Context: an optimization exercise on an open-source flow, tuned for small area. The choices shown serve that exercise and are no tape-out recipe.
The RTL of this run was laid out without a check of its function.
Power is estimated from default activity; no workload was simulated.

===== design.v =====
module chk_unit (
    input  wire        clk,
    input  wire        rst,
    input  wire        f_valid,
    input  wire        f_sof,
    input  wire        f_eof,
    input  wire [2:0]  f_ctx,
    input  wire [7:0]  f_data,
    output reg         v_valid,
    output reg  [2:0]  v_ctx,
    output reg  [1:0]  v_res,
    output reg         v_cfg,
    input  wire        reg_we,
    input  wire        reg_re,
    input  wire [2:0]  reg_ctx,
    input  wire [3:0]  reg_addr,
    input  wire [31:0] reg_wdata,
    output reg  [31:0] reg_rdata
);
    localparam NCTX = 8;
    localparam A_CFG   = 4'd0;
    localparam A_COV   = 4'd1;
    localparam A_FLD   = 4'd2;
    localparam A_CONST = 4'd3;
    localparam A_STAT  = 4'd6;
    localparam A_PASS  = 4'd7;
    localparam A_FAIL  = 4'd8;
    localparam A_ALIVE = 4'd9;
    localparam A_LOST  = 4'd10;
    localparam A_CAUSE = 4'd11;
    localparam R_PASS     = 2'd0;
    localparam R_MISMATCH = 2'd1;
    localparam R_REPEAT   = 2'd2;
    localparam R_GAP      = 2'd3;
    function [7:0] crc8_byte(input [7:0] c, input [7:0] b);
        integer i;
        reg [7:0] r;
        begin
            r = c;
            for (i = 7; i >= 0; i = i - 1)
                r = {r[6:0], 1'b0} ^ ((r[7] ^ b[i]) ? 8'h1D : 8'h00);
            crc8_byte = r;
        end
    endfunction
    function [15:0] crc16_byte(input [15:0] c, input [7:0] b);
        integer i;
        reg [15:0] r;
        begin
            r = c;
            for (i = 7; i >= 0; i = i - 1)
                r = {r[14:0], 1'b0} ^ ((r[15] ^ b[i]) ? 16'h1021 : 16'h0000);
            crc16_byte = r;
        end
    endfunction
    function [31:0] crc32r_byte(input [31:0] c, input [7:0] b, input [31:0] poly_r);
        integer i;
        reg [31:0] r;
        begin
            r = c;
            for (i = 0; i < 8; i = i + 1)
                r = {1'b0, r[31:1]} ^ ((r[0] ^ b[i]) ? poly_r : 32'h0);
            crc32r_byte = r;
        end
    endfunction
    reg        cfg_en      [0:NCTX-1];
    reg        cfg_mode    [0:NCTX-1];
    reg        cfg_exp_src [0:NCTX-1];
    reg        cfg_alive_en[0:NCTX-1];
    reg [1:0]  cfg_alive_w [0:NCTX-1];
    reg [1:0]  cfg_poly    [0:NCTX-1];
    reg [15:0] cfg_max_gap [0:NCTX-1];
    reg [11:0] cov_len     [0:NCTX-1];
    reg [10:0] cov_off     [0:NCTX-1];
    reg [10:0] alive_off   [0:NCTX-1];
    reg [10:0] chk_off     [0:NCTX-1];
    reg [31:0] exp_const   [0:NCTX-1];
    reg        st_held     [0:NCTX-1];
    reg [1:0]  st_result   [0:NCTX-1];
    reg [15:0] st_last     [0:NCTX-1];
    reg [31:0] cnt_pass    [0:NCTX-1];
    reg [15:0] cnt_mismatch[0:NCTX-1];
    reg [7:0]  cnt_short   [0:NCTX-1];
    reg [7:0]  cnt_cfg     [0:NCTX-1];
    reg [15:0] cnt_repeat  [0:NCTX-1];
    reg [15:0] cnt_gap     [0:NCTX-1];
    reg [31:0] cnt_lost    [0:NCTX-1];
    reg [5:0]  cause       [0:NCTX-1];
    reg        in_frame;
    reg [2:0]  ctx_r;
    reg [12:0] pos_r;
    reg [7:0]  crc8_r;
    reg [15:0] crc16_r;
    reg [31:0] crc32_r;
    reg [31:0] crc32c_r;
    reg [31:0] chk_r;
    reg [15:0] alive_r;
    wire [2:0]  cur_ctx = f_sof ? f_ctx : ctx_r;
    wire [12:0] bpos    = f_sof ? 13'd0 : pos_r;
    wire [1:0]  cur_poly    = cfg_poly[cur_ctx];
    wire [1:0]  cur_alive_w = cfg_alive_w[cur_ctx];
    wire [11:0] cur_cov_len = cov_len[cur_ctx];
    wire [12:0] cur_len_eff = (cur_cov_len == 12'd0)    ? 13'd1 :
                              (cur_cov_len > 12'd2048)  ? 13'd2048 :
                                                          {1'b0, cur_cov_len};
    wire [12:0] cur_cov_lo  = {2'b00, cov_off[cur_ctx]};
    wire [12:0] cur_cov_hi  = cur_cov_lo + cur_len_eff;        
    wire [12:0] cur_chk_lo  = {2'b00, chk_off[cur_ctx]};
    wire [12:0] cur_chk_hi  = cur_chk_lo + ((cur_poly == 2'd0) ? 13'd1 :
                                            (cur_poly == 2'd1) ? 13'd2 : 13'd4);
    wire [12:0] cur_alv_lo  = {2'b00, alive_off[cur_ctx]};
    wire [12:0] cur_alv_hi  = cur_alv_lo + ((cur_alive_w == 2'd2) ? 13'd2 : 13'd1);
    wire in_cov = (bpos >= cur_cov_lo) && (bpos < cur_cov_hi);
    wire in_chk = (bpos >= cur_chk_lo) && (bpos < cur_chk_hi);
    wire in_alv = (bpos >= cur_alv_lo) && (bpos < cur_alv_hi);
    wire [7:0]  crc8_cur   = f_sof ? 8'hFF        : crc8_r;
    wire [15:0] crc16_cur  = f_sof ? 16'hFFFF     : crc16_r;
    wire [31:0] crc32_cur  = f_sof ? 32'hFFFFFFFF : crc32_r;
    wire [31:0] crc32c_cur = f_sof ? 32'hFFFFFFFF : crc32c_r;
    wire [31:0] chk_cur    = f_sof ? 32'h0        : chk_r;
    wire [15:0] alive_cur  = f_sof ? 16'h0        : alive_r;
    wire [7:0]  crc8_nxt   = in_cov ? crc8_byte(crc8_cur, f_data)   : crc8_cur;
    wire [15:0] crc16_nxt  = in_cov ? crc16_byte(crc16_cur, f_data) : crc16_cur;
    wire [31:0] crc32_nxt  = in_cov ? crc32r_byte(crc32_cur, f_data, 32'hEDB88320)  : crc32_cur;
    wire [31:0] crc32c_nxt = in_cov ? crc32r_byte(crc32c_cur, f_data, 32'h82F63B78) : crc32c_cur;
    wire [31:0] chk_nxt    = in_chk ? {chk_cur[23:0], f_data} : chk_cur;
    wire [15:0] alive_nxt  = in_alv ? {alive_cur[7:0], f_data} : alive_cur;
    wire [31:0] crc_final = (cur_poly == 2'd0) ? {24'h0, crc8_nxt ^ 8'hFF} :
                            (cur_poly == 2'd1) ? {16'h0, crc16_nxt} :
                            (cur_poly == 2'd2) ? ~crc32_nxt :
                                                 ~crc32c_nxt;
    reg        d_valid;
    reg [2:0]  d_ctx;
    reg [12:0] d_len;
    reg [31:0] d_crc;
    reg [31:0] d_chk;
    reg [15:0] d_alive;
    always @(posedge clk) begin
        if (rst) begin
            in_frame <= 1'b0;
            ctx_r    <= 3'd0;
            pos_r    <= 13'd0;
            crc8_r   <= 8'h0;
            crc16_r  <= 16'h0;
            crc32_r  <= 32'h0;
            crc32c_r <= 32'h0;
            chk_r    <= 32'h0;
            alive_r  <= 16'h0;
            d_valid  <= 1'b0;
            d_ctx    <= 3'd0;
            d_len    <= 13'd0;
            d_crc    <= 32'h0;
            d_chk    <= 32'h0;
            d_alive  <= 16'h0;
        end else begin
            d_valid <= 1'b0;
            if (f_valid && (f_sof || in_frame)) begin
                ctx_r    <= cur_ctx;
                pos_r    <= bpos + 13'd1;
                crc8_r   <= crc8_nxt;
                crc16_r  <= crc16_nxt;
                crc32_r  <= crc32_nxt;
                crc32c_r <= crc32c_nxt;
                chk_r    <= chk_nxt;
                alive_r  <= alive_nxt;
                in_frame <= !f_eof;
                if (f_eof) begin
                    d_valid <= 1'b1;
                    d_ctx   <= cur_ctx;
                    d_len   <= bpos + 13'd1;
                    d_crc   <= crc_final;
                    d_chk   <= chk_nxt;
                    d_alive <= alive_nxt;
                end
            end
        end
    end
    wire [1:0]  vp      = cfg_poly[d_ctx];
    wire [1:0]  vw      = cfg_alive_w[d_ctx];
    wire [11:0] v_covl  = cov_len[d_ctx];
    wire [12:0] v_leff  = (v_covl == 12'd0)   ? 13'd1 :
                          (v_covl > 12'd2048) ? 13'd2048 : {1'b0, v_covl};
    wire [12:0] v_cov_lo = {2'b00, cov_off[d_ctx]};
    wire [12:0] v_cov_hi = v_cov_lo + v_leff;
    wire [12:0] v_chk_n  = (vp == 2'd0) ? 13'd1 : (vp == 2'd1) ? 13'd2 : 13'd4;
    wire [12:0] v_chk_lo = {2'b00, chk_off[d_ctx]};
    wire [12:0] v_chk_hi = v_chk_lo + v_chk_n;
    wire [12:0] v_alv_hi = {2'b00, alive_off[d_ctx]} + ((vw == 2'd2) ? 13'd2 : 13'd1);
    wire v_overlap = !cfg_exp_src[d_ctx] &&
                     (v_chk_lo < v_cov_hi) && (v_cov_lo < v_chk_hi);
    wire v_drop    = !cfg_en[d_ctx] || cfg_mode[d_ctx] || v_overlap;
    wire v_short   = (d_len < v_cov_hi) ||
                     (!cfg_exp_src[d_ctx] && (d_len < v_chk_hi)) ||
                     (cfg_alive_en[d_ctx] && (d_len < v_alv_hi));
    wire [31:0] v_mask = (vp == 2'd0) ? 32'h000000FF :
                         (vp == 2'd1) ? 32'h0000FFFF : 32'hFFFFFFFF;
    wire [31:0] v_exp  = cfg_exp_src[d_ctx] ? (exp_const[d_ctx] & v_mask) : d_chk;
    wire        v_crc_ok = (d_crc == v_exp);
    wire [15:0] a_mask = (vw == 2'd0) ? 16'h000F :
                         (vw == 2'd2) ? 16'hFFFF : 16'h00FF;
    wire [15:0] a_val  = d_alive & a_mask;
    wire [15:0] a_d    = (a_val - st_last[d_ctx]) & a_mask;
    wire [15:0] a_mg_raw = cfg_max_gap[d_ctx];
    wire [15:0] a_mg   = (a_mg_raw == 16'd0)   ? 16'd1 :
                         (a_mg_raw > a_mask)   ? a_mask : a_mg_raw;
    wire [31:0] w_cfg   = (reg_addr == A_CFG) ? reg_wdata :
                          {cfg_en[reg_ctx], cfg_mode[reg_ctx], cfg_exp_src[reg_ctx],
                           cfg_alive_en[reg_ctx], cfg_alive_w[reg_ctx], cfg_poly[reg_ctx],
                           8'h0, cfg_max_gap[reg_ctx]};
    wire [31:0] w_cov   = (reg_addr == A_COV) ? reg_wdata :
                          {4'h0, cov_len[reg_ctx], 5'h0, cov_off[reg_ctx]};
    wire [31:0] w_fld   = (reg_addr == A_FLD) ? reg_wdata :
                          {5'h0, alive_off[reg_ctx], 5'h0, chk_off[reg_ctx]};
    wire [11:0] w_covl  = w_cov[27:16];
    wire [12:0] w_leff  = (w_covl == 12'd0)   ? 13'd1 :
                          (w_covl > 12'd2048) ? 13'd2048 : {1'b0, w_covl};
    wire [12:0] w_cov_lo = {2'b00, w_cov[10:0]};
    wire [12:0] w_cov_hi = w_cov_lo + w_leff;
    wire [12:0] w_chk_lo = {2'b00, w_fld[10:0]};
    wire [12:0] w_chk_hi = w_chk_lo + ((w_cfg[25:24] == 2'd0) ? 13'd1 :
                                       (w_cfg[25:24] == 2'd1) ? 13'd2 : 13'd4);
    wire w_overlap = !w_cfg[29] && (w_chk_lo < w_cov_hi) && (w_cov_lo < w_chk_hi);
    wire w_layout  = (reg_addr == A_CFG) || (reg_addr == A_COV) || (reg_addr == A_FLD);
    integer k;
    always @(posedge clk) begin
        if (rst) begin
            for (k = 0; k < NCTX; k = k + 1) begin
                cfg_en[k]       <= 1'b0;
                cfg_mode[k]     <= 1'b0;
                cfg_exp_src[k]  <= 1'b0;
                cfg_alive_en[k] <= 1'b0;
                cfg_alive_w[k]  <= 2'd1;
                cfg_poly[k]     <= 2'd1;
                cfg_max_gap[k]  <= 16'd1;
                cov_len[k]      <= 12'd1;
                cov_off[k]      <= 11'd0;
                alive_off[k]    <= 11'd0;
                chk_off[k]      <= 11'd0;
                exp_const[k]    <= 32'h0;
                st_held[k]      <= 1'b0;
                st_result[k]    <= 2'd0;
                st_last[k]      <= 16'd0;
                cnt_pass[k]     <= 32'd0;
                cnt_mismatch[k] <= 16'd0;
                cnt_short[k]    <= 8'd0;
                cnt_cfg[k]      <= 8'd0;
                cnt_repeat[k]   <= 16'd0;
                cnt_gap[k]      <= 16'd0;
                cnt_lost[k]     <= 32'd0;
                cause[k]        <= 6'd0;
            end
            v_valid <= 1'b0;
            v_ctx   <= 3'd0;
            v_res   <= 2'd0;
            v_cfg   <= 1'b0;
        end else begin
            v_valid <= 1'b0;
            if (reg_we) begin
                case (reg_addr)
                    A_CFG: begin
                        cfg_en[reg_ctx]       <= reg_wdata[31];
                        cfg_mode[reg_ctx]     <= reg_wdata[30];
                        cfg_exp_src[reg_ctx]  <= reg_wdata[29];
                        cfg_alive_en[reg_ctx] <= reg_wdata[28];
                        cfg_alive_w[reg_ctx]  <= reg_wdata[27:26];
                        cfg_poly[reg_ctx]     <= reg_wdata[25:24];
                        cfg_max_gap[reg_ctx]  <= reg_wdata[15:0];
                        st_held[reg_ctx]      <= 1'b0;
                    end
                    A_COV: begin
                        cov_len[reg_ctx] <= reg_wdata[27:16];
                        cov_off[reg_ctx] <= reg_wdata[10:0];
                    end
                    A_FLD: begin
                        alive_off[reg_ctx] <= reg_wdata[26:16];
                        chk_off[reg_ctx]   <= reg_wdata[10:0];
                    end
                    A_CONST: exp_const[reg_ctx] <= reg_wdata;
                    A_CAUSE: cause[reg_ctx] <= cause[reg_ctx] & ~reg_wdata[5:0];
                    default: ;
                endcase
                if (w_layout && w_overlap)
                    cause[reg_ctx][3] <= 1'b1;
            end
            if (d_valid) begin
                v_valid <= 1'b1;
                v_ctx   <= d_ctx;
                v_cfg   <= 1'b0;
                if (v_drop) begin
                    v_cfg   <= 1'b1;
                    v_res   <= R_MISMATCH;
                    cnt_cfg[d_ctx]  <= cnt_cfg[d_ctx] + 8'd1;
                    cause[d_ctx][3] <= 1'b1;
                end else if (v_short) begin
                    v_res <= R_MISMATCH;
                    st_result[d_ctx] <= R_MISMATCH;
                    cnt_short[d_ctx] <= cnt_short[d_ctx] + 8'd1;
                    cause[d_ctx][0]  <= 1'b1;
                end else if (!v_crc_ok) begin
                    v_res <= R_MISMATCH;
                    st_result[d_ctx]    <= R_MISMATCH;
                    cnt_mismatch[d_ctx] <= cnt_mismatch[d_ctx] + 16'd1;
                    cause[d_ctx][0]     <= 1'b1;
                end else if (!cfg_alive_en[d_ctx]) begin
                    v_res <= R_PASS;
                    st_result[d_ctx] <= R_PASS;
                    cnt_pass[d_ctx]  <= cnt_pass[d_ctx] + 32'd1;
                end else if (!st_held[d_ctx]) begin
                    v_res <= R_PASS;
                    st_result[d_ctx] <= R_PASS;
                    cnt_pass[d_ctx]  <= cnt_pass[d_ctx] + 32'd1;
                    st_held[d_ctx]   <= 1'b1;
                    st_last[d_ctx]   <= a_val;
                end else if (a_d == 16'd0) begin
                    v_res <= R_REPEAT;
                    st_result[d_ctx]  <= R_REPEAT;
                    cnt_repeat[d_ctx] <= cnt_repeat[d_ctx] + 16'd1;
                    cause[d_ctx][1]   <= 1'b1;
                end else if (a_d <= a_mg) begin
                    v_res <= R_PASS;
                    st_result[d_ctx] <= R_PASS;
                    cnt_pass[d_ctx]  <= cnt_pass[d_ctx] + 32'd1;
                    cnt_lost[d_ctx]  <= cnt_lost[d_ctx] + {16'h0, a_d} - 32'd1;
                    st_last[d_ctx]   <= a_val;
                end else begin
                    v_res <= R_GAP;
                    st_result[d_ctx] <= R_GAP;
                    cnt_gap[d_ctx]   <= cnt_gap[d_ctx] + 16'd1;
                    st_last[d_ctx]   <= a_val;
                    cause[d_ctx][2]  <= 1'b1;
                end
            end
        end
    end
    always @(posedge clk) begin
        if (rst) begin
            reg_rdata <= 32'h0;
        end else if (reg_re) begin
            case (reg_addr)
                A_CFG:   reg_rdata <= {cfg_en[reg_ctx], cfg_mode[reg_ctx], cfg_exp_src[reg_ctx],
                                       cfg_alive_en[reg_ctx], cfg_alive_w[reg_ctx], cfg_poly[reg_ctx],
                                       8'h0, cfg_max_gap[reg_ctx]};
                A_COV:   reg_rdata <= {4'h0, cov_len[reg_ctx], 5'h0, cov_off[reg_ctx]};
                A_FLD:   reg_rdata <= {5'h0, alive_off[reg_ctx], 5'h0, chk_off[reg_ctx]};
                A_CONST: reg_rdata <= exp_const[reg_ctx];
                A_STAT:  reg_rdata <= {st_held[reg_ctx], 1'b0, 12'h0, st_result[reg_ctx], st_last[reg_ctx]};
                A_PASS:  reg_rdata <= cnt_pass[reg_ctx];
                A_FAIL:  reg_rdata <= {cnt_mismatch[reg_ctx], cnt_short[reg_ctx], cnt_cfg[reg_ctx]};
                A_ALIVE: reg_rdata <= {cnt_repeat[reg_ctx], cnt_gap[reg_ctx]};
                A_LOST:  reg_rdata <= cnt_lost[reg_ctx];
                A_CAUSE: reg_rdata <= {26'h0, cause[reg_ctx]};
                default: reg_rdata <= 32'h0;
            endcase
        end
    end
endmodule

===== constraint.sdc =====
create_clock -name core_clock -period 12.0 [get_ports {clk}]
set_input_delay 2.4000 -clock core_clock [delete_from_list [all_inputs] [get_ports {clk}]]
set_output_delay 2.4000 -clock core_clock [all_outputs]
set_load 0.01 [all_outputs]

===== config.mk =====
export PLATFORM = sky130hd
export DESIGN_NAME = chk_unit
export DESIGN_NICKNAME = chk_unit
export VERILOG_FILES = /design/flow/design.v
export SDC_FILE = /design/flow/constraint.sdc
export NUM_CORES = 4
export LEC_CHECK = 0
export CAP_MARGIN = 20
export CORE_MARGIN = 2
export CORE_UTILIZATION = 40
export SLEW_MARGIN = 20

===== run.sh =====
#!/bin/bash
# synth_recipe.tcl (not shown) runs the flow's synth.tcl, then flattens the netlist and writes it again
# the make line also repeats each setting of config.mk as NAME=value (left out here)
make -C /OpenROAD-flow-scripts/flow DESIGN_CONFIG=/design/flow/config.mk WORK_HOME=/design/flow/orfs CLKGATE_MAP_FILE= SYNTH_SCRIPT=/design/flow/synth_recipe.tcl finish

==> flow_summary.ini <==
[timing]
maxSlewHeadroom_pct = 13.2
tns_ns = 0
worstMarginPinSlew_ns = 1.29
finalCriticalPeriod_ns = 9.82
clock_skew_ns = 0.0703
max_freq_mhz = 102
layout_setup_ws_ns = 2.18
setup_violations = 0
period_share_pct = 81.8
slew_viol_final = 0
rsz0062_at_grt = no
finalHoldViolations = 0

[place]
portBuffers = 95
routabilityCongestion = 0.975
pre_cts_slack_ns = 1.36
post_dp_cell_area_um2 = 138000
dp_hpwl_um = 352000
placed_cells = 15251

[worst_setup_path]
cp_max_fo = 36
endpoint_kind = register
slowest_delay_ns = 0.97
crit_slowest_cell = or4_1
crit_type = register to register
worstPathArrival_ns = 10.24
critPathLaunchType = register
required_ns = 12.41

[cts]
cts_max_path_buffers = 4
clock-sinks = 2324
hold_buffers = 0
path_clk_slew_ns = 0.06
cts_resized = 0
post_cts_buffers = 0
cts_tree = built
clock_insertion_delay_worst_skew_ns = 0.96
numCtsBuffers = 275
cts-root-buf = clkbuf_16
cts_max_level = 5

[cells_and_area]
fin_util_pct = 44.9
finalInstanceArea_um2 = 147000
finalNetCount = 11530
layout.cells.non_filler = 15782
drive_above_1_share_pct = 15.0
area_growth_pct = 11.6

[die]
die_w_um = 577
ios = 96
num_rows = 210
initial_core_util_pct = 40.2
die-area_um2 = 333000
die-height_um = 577
core_area_um2 = 327000

[pwr]
sw_frac_of_total_pct = 30.5
p_leak_nw = 51.0
p_per_area_nw_per_um2 = 152
internal_power_w = 0.0155
clock_power_share_pct = 38.4
seqPwrFrac_pct = 42.0
irDropWorstVdd_v = 0.000112
power_switching_w = 0.00680
pwr-share-comb_pct = 19.7

[detailed_routing]
drt_iter0_drc = 15698
routedWlPerCell_um = 34.5
vias_per_cell = 6.65
drc = 0
wl_met3_um = 72800
route.met2.wl_um = 236000
dr.max_layer_used = met5
drt_wl_total_um = 545000
vias = 104874
dr.pass1.iters = 10
drt-met1-wl_um = 193000
final_antenna_net_count = 0

[synth]
synth-edff-count = 1992
syn_nets = 11735
synthDistinctLibCells = 95
syn_area_um2 = 131000
yosysMostFrequentCell = edfxtp_1
synth_common_cells = edfxtp_1, nor2_1, and2_1
synth_top_area_share_pct = 45.5
yosysWarnings = 1
synth_seq_cells = 2324
ys_seq_area_share_pct = 50.5
avgSynthCellArea_um2 = 11.5
synth_top_cell_by_area = edfxtp_1
ys_async_sr_fraction_pct = 0
synth.area.top_cells = edfxtp_1, mux4_2, dfxtp_1
synthFlopType = edfxtp_1
syn_inst = 11389

[grt]
grt.overflow.total = 0
grt_pass1_wl_um = 766000
grt_max_degree = 158
track_usage_pct = 31.9
first_global_vias = 101961
grt_antenna_before_repair = 56

[min_path]
hold_start = d_chk[11]
hp-class = register to register

[flow_run]
drv_cap = 0

[run_status]
status = complete, no violations
-- cells in the final DEF, fill, tap and decap left out, types with 101 or more instances in the layout --
cell type  instances
edfxtp_1        1992
nor2_1          1565
and2_1           819
a22oi_1          744
nand2_1          639
mux4_2           580
buf_4            350
dfxtp_1          329
mux2i_1          293
a21oi_1          288
ha_1             279
clkbuf_16        277
o21ai_0          258
xnor2_1          247
inv_1            211
xor2_1           147
a31oi_1          144
nor3_1           132
a221oi_1         101
-- logic make-up after synthesis --
group                      count (synthesis)  share of synthesized area, %
AOI/OAI and AO/OA                       2325                          12.5
DFF                                     2324                          50.5
xor gates and xnor gates                 401                          2.73
muxes                                    947                          12.8
buffers and inverters                   1164                          3.70
adders and majority gates                289                          2.81
and+or+nand+nor                         3939                          14.9
-- critical path, delay by kind of cell (launching register included) --
kind                       cells  cell delay, ns
AOI/OAI and AO/OA              9            2.04
xor gates and xnor gates       1            0.26
adders and majority gates      3            1.07
buffers and inverters          3            0.96
DFF                            1            0.79
muxes                          2            0.87
and+or+nand+nor                8            3.05
-- per-stage QoR --
stage	hold WS [ns]	total power [W]
floorplan	0.415	0.0122
global placement	0.432	0.0137
detailed placement	0.433	0.0138
CTS	0.443	0.0222
global route	0.461	0.0229
finish	0.441	0.0223
-- power by group through the flow --
stage               Clock [W]  Combinational, W  Sequential (W)
floorplan                   0           0.00282         0.00940
global placement            0           0.00419         0.00950
detailed placement          0           0.00425         0.00952
CTS                   0.00859           0.00427         0.00935
global route          0.00889           0.00464         0.00939
finish                0.00857           0.00439         0.00937
-- final cells by class --
class	instances	area, um2
Antenna cell	33	82.6
Inverter	220	841
Sequential cell	2324	66500
Timing Repair Buffer	462	3930
Fill cell	29594	180000
Clock buffer	347	7300
Clock inverter	149	1670
Multi-Input combinational cell	7901	61000
Tap cell	4346	5440
-- sequential cells by signal, indices dropped and copies added, names as in the netlist, 48 cells and up, named ones only --
| register | cells |
|---|---|
| cfg_max_gap | 128 |
| cause | 48 |
| cnt_repeat | 128 |
| chk_off | 88 |
| st_last | 128 |
| cov_len | 96 |
| cnt_cfg | 64 |
| alive_off | 88 |
| cov_off | 88 |
| cnt_pass | 256 |
| cnt_short | 64 |
| cnt_mismatch | 128 |
| cnt_lost | 256 |
| exp_const | 256 |
| cnt_gap | 128 |
-- worst paths after layout --
check,slack (ns),endpoint,depth (start not counted)
setup reg to reg,2.18,cnt_mismatch[4][11],26
hold / removal,0.44,d_chk[11],2
setup / recovery,2.18,cnt_mismatch[4][11],26
hold reg to reg,0.44,d_chk[11],2
-- metal layers --
metal / vias to the layer above / track usage, %
met5: - / 0
met4: 38 / 21.5
met3: 1710 / 8.79
met2: 8022 / 47.8
met1: 52164 / 40.2
li1: 42940 / -

[separate check: timing with driven ports]
Ports are ideal in the flow. The routed layout listed here was re-timed in OpenROAD.
Step 1, drivers: a clkbuf_16 drives clk and a buf_2 each remaining input, both assumed.
Step 2 moves the port delays by t, midway between the first and last clock arrival at a register: inputs arrive t later, outputs are due t later. That takes back most of the time a late clock gives input paths.
Three values: ideal ports, drivers, drivers and shift; two values: the first two.
shift t [ns]: 1.020
setup WS [ns]: 2.179 / 2.179 / 1.261
worst hold slack (ns): 0.441 / 0.441 / 0.441
worst setup path at the end: input to register
worst register clock-pin slew, ns: 0.07 / 0.07
After both steps setup and hold are still met in this run. For this run, drivers alone change the setup slack by 0.000 ns; drivers and shift together by -0.918 ns.
